This design comes from an exercise in tuning for small area, a short achievable clock period and few clock cycles on the open sky130 flow, not from production work.
The RTL was checked by simulation tests, not by an equivalence proof against the original design.
Power figures rest on the tool's default switching activity, not on a simulated workload.

the previous run:
==> flow/design.v (excerpt) <==
module mxquant (
    input  wire         clk,
    input  wire         rst,           
    input  wire         in_valid,
    output wire         in_ready,
    input  wire [127:0] in_x,          
    input  wire [7:0]   in_fmt,        
    input  wire [2:0]   in_round,
    input  wire         in_sat,
    input  wire         seed_load,
    input  wire [31:0]  seed,
    output reg          out_valid,
    output reg  [31:0]  out_e,         
    output reg  [7:0]   out_scale,
    output reg  [3:0]   out_sat
);
clock: 24.0 ns
lec_check: 0
cap_margin: 50
core_margin: 2
core_utilization: 40
cts_cluster_diameter: 120
cts_cluster_size: 25
setup_slack_margin: 1.5
slew_margin: 70
standard.sh (not shown) runs the stock make flow with config.mk's settings and CLKGATE_MAP_FILE= SYNTH_SCRIPT=/design/flow/synth_recipe.tcl, a recipe that flattens the netlist after the stock synthesis.
==> flow/flow/run.sh <==
#!/bin/bash
# The standard layout, with the port buffers made from plain buffers
# (sky130_fd_sc_hd__buf_2) instead of the delay buffers buffer_ports picks
# by default. Every input and output port still gets its own buffer.
set -e
export BUFFER_PORTS_ARGS="-buffer_cell sky130_fd_sc_hd__buf_2"
bash standard.sh > standard.log 2>&1
Testbench counts of the previous run, summed over its fixed seeds: cycles 96,088.
Relative to the previous run, the following input files were edited for the current run:
-- flow/design.v --
<<< the previous run, line 12
    output reg                f_sat    
);
    reg [31:0] p1_x;
    always @(posedge clk) p1_x <= x;
>>> the current run, line 12
    output reg                f_sat    
);
    function gtu(input [15:0] a, input [15:0] b);
        reg g, e;
        integer n;
        begin
            g = 1'b0; e = 1'b1;
            for (n = 15; n >= 0; n = n - 1) begin
                g = g | (e & a[n] & ~b[n]);
                e = e & ~(a[n] ^ b[n]);
            end
            gtu = g;
        end
    endfunction
    function gts(input [10:0] a, input [10:0] b);
        gts = gtu({5'd0, ~a[10], a[9:0]}, {5'd0, ~b[10], b[9:0]});
    endfunction
    reg [31:0] p1_x;
    always @(posedge clk) p1_x <= x;
<<< the previous run, line 42
    wire        [4:0]  pr   = sub ? lz : 5'd23;
    wire signed [10:0] pc   = $signed({6'd0, pr}) - $signed({9'd0, mb2});
    wire               nrm  = el2 != 2'd3 && (sub ? $signed({6'd0, lz}) > ts2 : $signed({3'd0, ee}) > tn2);
    wire               far  = !nrm && tc[10:6] != 5'd0;     
    wire [5:0]         rs   = nrm ? pc[5:0] : tc[5:0];
>>> the current run, line 57
    wire        [4:0]  pr   = sub ? lz : 5'd23;
    wire signed [10:0] pc   = $signed({6'd0, pr}) - $signed({9'd0, mb2});
    wire               nrm  = el2 != 2'd3 && (sub ? gts({6'd0, lz}, ts2) : gts({3'd0, ee}, tn2));
    wire               far  = !nrm && tc[10:6] != 5'd0;     
    wire [5:0]         rs   = nrm ? pc[5:0] : tc[5:0];
<<< the previous run, line 48
    wire [5:0]         tzq  = {1'b0, tz} + 6'd16;
    wire               nz   = !sub || p1_x[22:0] != 23'd0;
    wire               stk  = nz && (far || (nrm ? pc[5:0] > tzq : tc[5:0] > tzq));
    wire signed [10:0] d    = pc - tc;
    reg        p2_s, p2_inf, p2_stk;
>>> the current run, line 63
    wire [5:0]         tzq  = {1'b0, tz} + 6'd16;
    wire               nz   = !sub || p1_x[22:0] != 23'd0;
    wire               stk  = nz && (far || (nrm ? gtu({10'd0, pc[5:0]}, {10'd0, tzq}) : gtu({10'd0, tc[5:0]}, {10'd0, tzq})));
    wire signed [10:0] d    = pc - tc;
    reg        p2_s, p2_inf, p2_stk;
<<< the previous run, line 65
    wire        below   = (|p2_d[14:0]) | p2_stk;
    wire        inexact = half | below;
    wire [16:0] dsum    = {1'b0, p2_d} + {1'b0, u};
    reg up;
    always @(*) begin
>>> the current run, line 80
    wire        below   = (|p2_d[14:0]) | p2_stk;
    wire        inexact = half | below;
    wire        dcarry  = gtu(p2_d, ~u);    
    reg up;
    always @(*) begin
<<< the previous run, line 74
            3'd3: up = inexact & ~p2_s;
            3'd4: up = inexact & p2_s;
            3'd5: up = dsum[16];
            default: up = 1'b0;
        endcase
>>> the current run, line 89
            3'd3: up = inexact & ~p2_s;
            3'd4: up = inexact & p2_s;
            3'd5: up = dcarry;
            default: up = 1'b0;
        endcase
<<< the previous run, line 93
    always @(*) begin
        case (el3)
            2'd0:    ovf = sum > 9'h07E;
            2'd1:    ovf = sum > 9'h07B;
            default: ovf = sum > 9'h007;
        endcase
    end
>>> the current run, line 108
    always @(*) begin
        case (el3)
            2'd0:    ovf = gtu({7'd0, sum}, 16'h007E);
            2'd1:    ovf = gtu({7'd0, sum}, 16'h007B);
            default: ovf = gtu({7'd0, sum}, 16'h0007);
        endcase
    end
<<< the previous run, line 177
        efld = (v[30:23] == 8'hFF) ? 8'hFE : v[30:23];
    endfunction
    function [7:0] max8(input [7:0] a, input [7:0] b);
        max8 = (a > b) ? a : b;
    endfunction
    reg  [3:0] emax;
>>> the current run, line 192
        efld = (v[30:23] == 8'hFF) ? 8'hFE : v[30:23];
    endfunction
    function gt8(input [7:0] a, input [7:0] b);
        reg g, e;
        integer n;
        begin
            g = 1'b0; e = 1'b1;
            for (n = 7; n >= 0; n = n - 1) begin
                g = g | (e & a[n] & ~b[n]);
                e = e & ~(a[n] ^ b[n]);
            end
            gt8 = g;
        end
    endfunction
    reg  [3:0] emax;
<<< the previous run, line 216
            win = 1'b1;
            for (cj = 0; cj < 5; cj = cj + 1)
                if (cj < ci)      win = win & (cand[ci] >  cand[cj]);
                else if (cj > ci) win = win & (cand[ci] >= cand[cj]);
            mraw = mraw | (cand[ci] & {8{win}});
        end
>>> the current run, line 240
            win = 1'b1;
            for (cj = 0; cj < 5; cj = cj + 1)
                if (cj < ci)      win = win & gt8(cand[ci], cand[cj]);
                else if (cj > ci) win = win & ~gt8(cand[cj], cand[ci]);
            mraw = mraw | (cand[ci] & {8{win}});
        end
Results
- In the current run, the data arrival at the endpoint of the critical path came out 5.65 ns above the value in the previous run.
- The share of the clock period used by the worst path number comes out lower for the previous run vs the current run.
- The clock-buffer cell count of the current run is higher than that of the previous run.
- Changes observed in the current run relative to the previous run: fmax fell by 6.0%, power share of the sequential group stayed essentially flat, setup slack fell by 0.38 ns.
- Run comparison: the current run cell at the slowest stage of the critical path or4bb_1; the previous run cell at the slowest stage of the critical path dfxtp_1
Testbench counts of the current run, summed over its fixed seeds: cycles 96,088.

-- re-timing with driven ports --
The results above use ideal ports. As a check the final layouts listed here were re-extracted and re-timed, cells and wires unchanged. Step 1 (the two cells are an assumption about what drives the block):
set clk [get_ports {clk}]
set_driving_cell -lib_cell sky130_fd_sc_hd__clkbuf_16 $clk
set_driving_cell -lib_cell sky130_fd_sc_hd__buf_2 [delete_from_list [all_inputs] $clk]
Step 2 adds t to the input delays and takes it off the output delays; t is the mean of the earliest and latest rising clock arrival at the registers after step 1. Input paths then give back, and output paths get back, about the clock's delay inside the block. a / b / c = no drivers / after step 1 / after step 2; a / b = the first two.
| run | t, ns | setup slack, ns | slew at the worst register clock pin (ns) | pins driven straight from the clock port |
|---|---|---|---|---|
| the previous run | 0.785 | 17.996 / 17.922 / 17.599 | 0.11 / 0.11 | 1 |
| the current run | 0.796 | 17.616 / 17.616 / 16.974 | 0.11 / 0.11 | 1 |
After both steps every run listed still meets setup and hold. For the current run, which loses most, drivers alone change the setup slack by 0.000 ns; drivers and shift together by -0.642 ns.
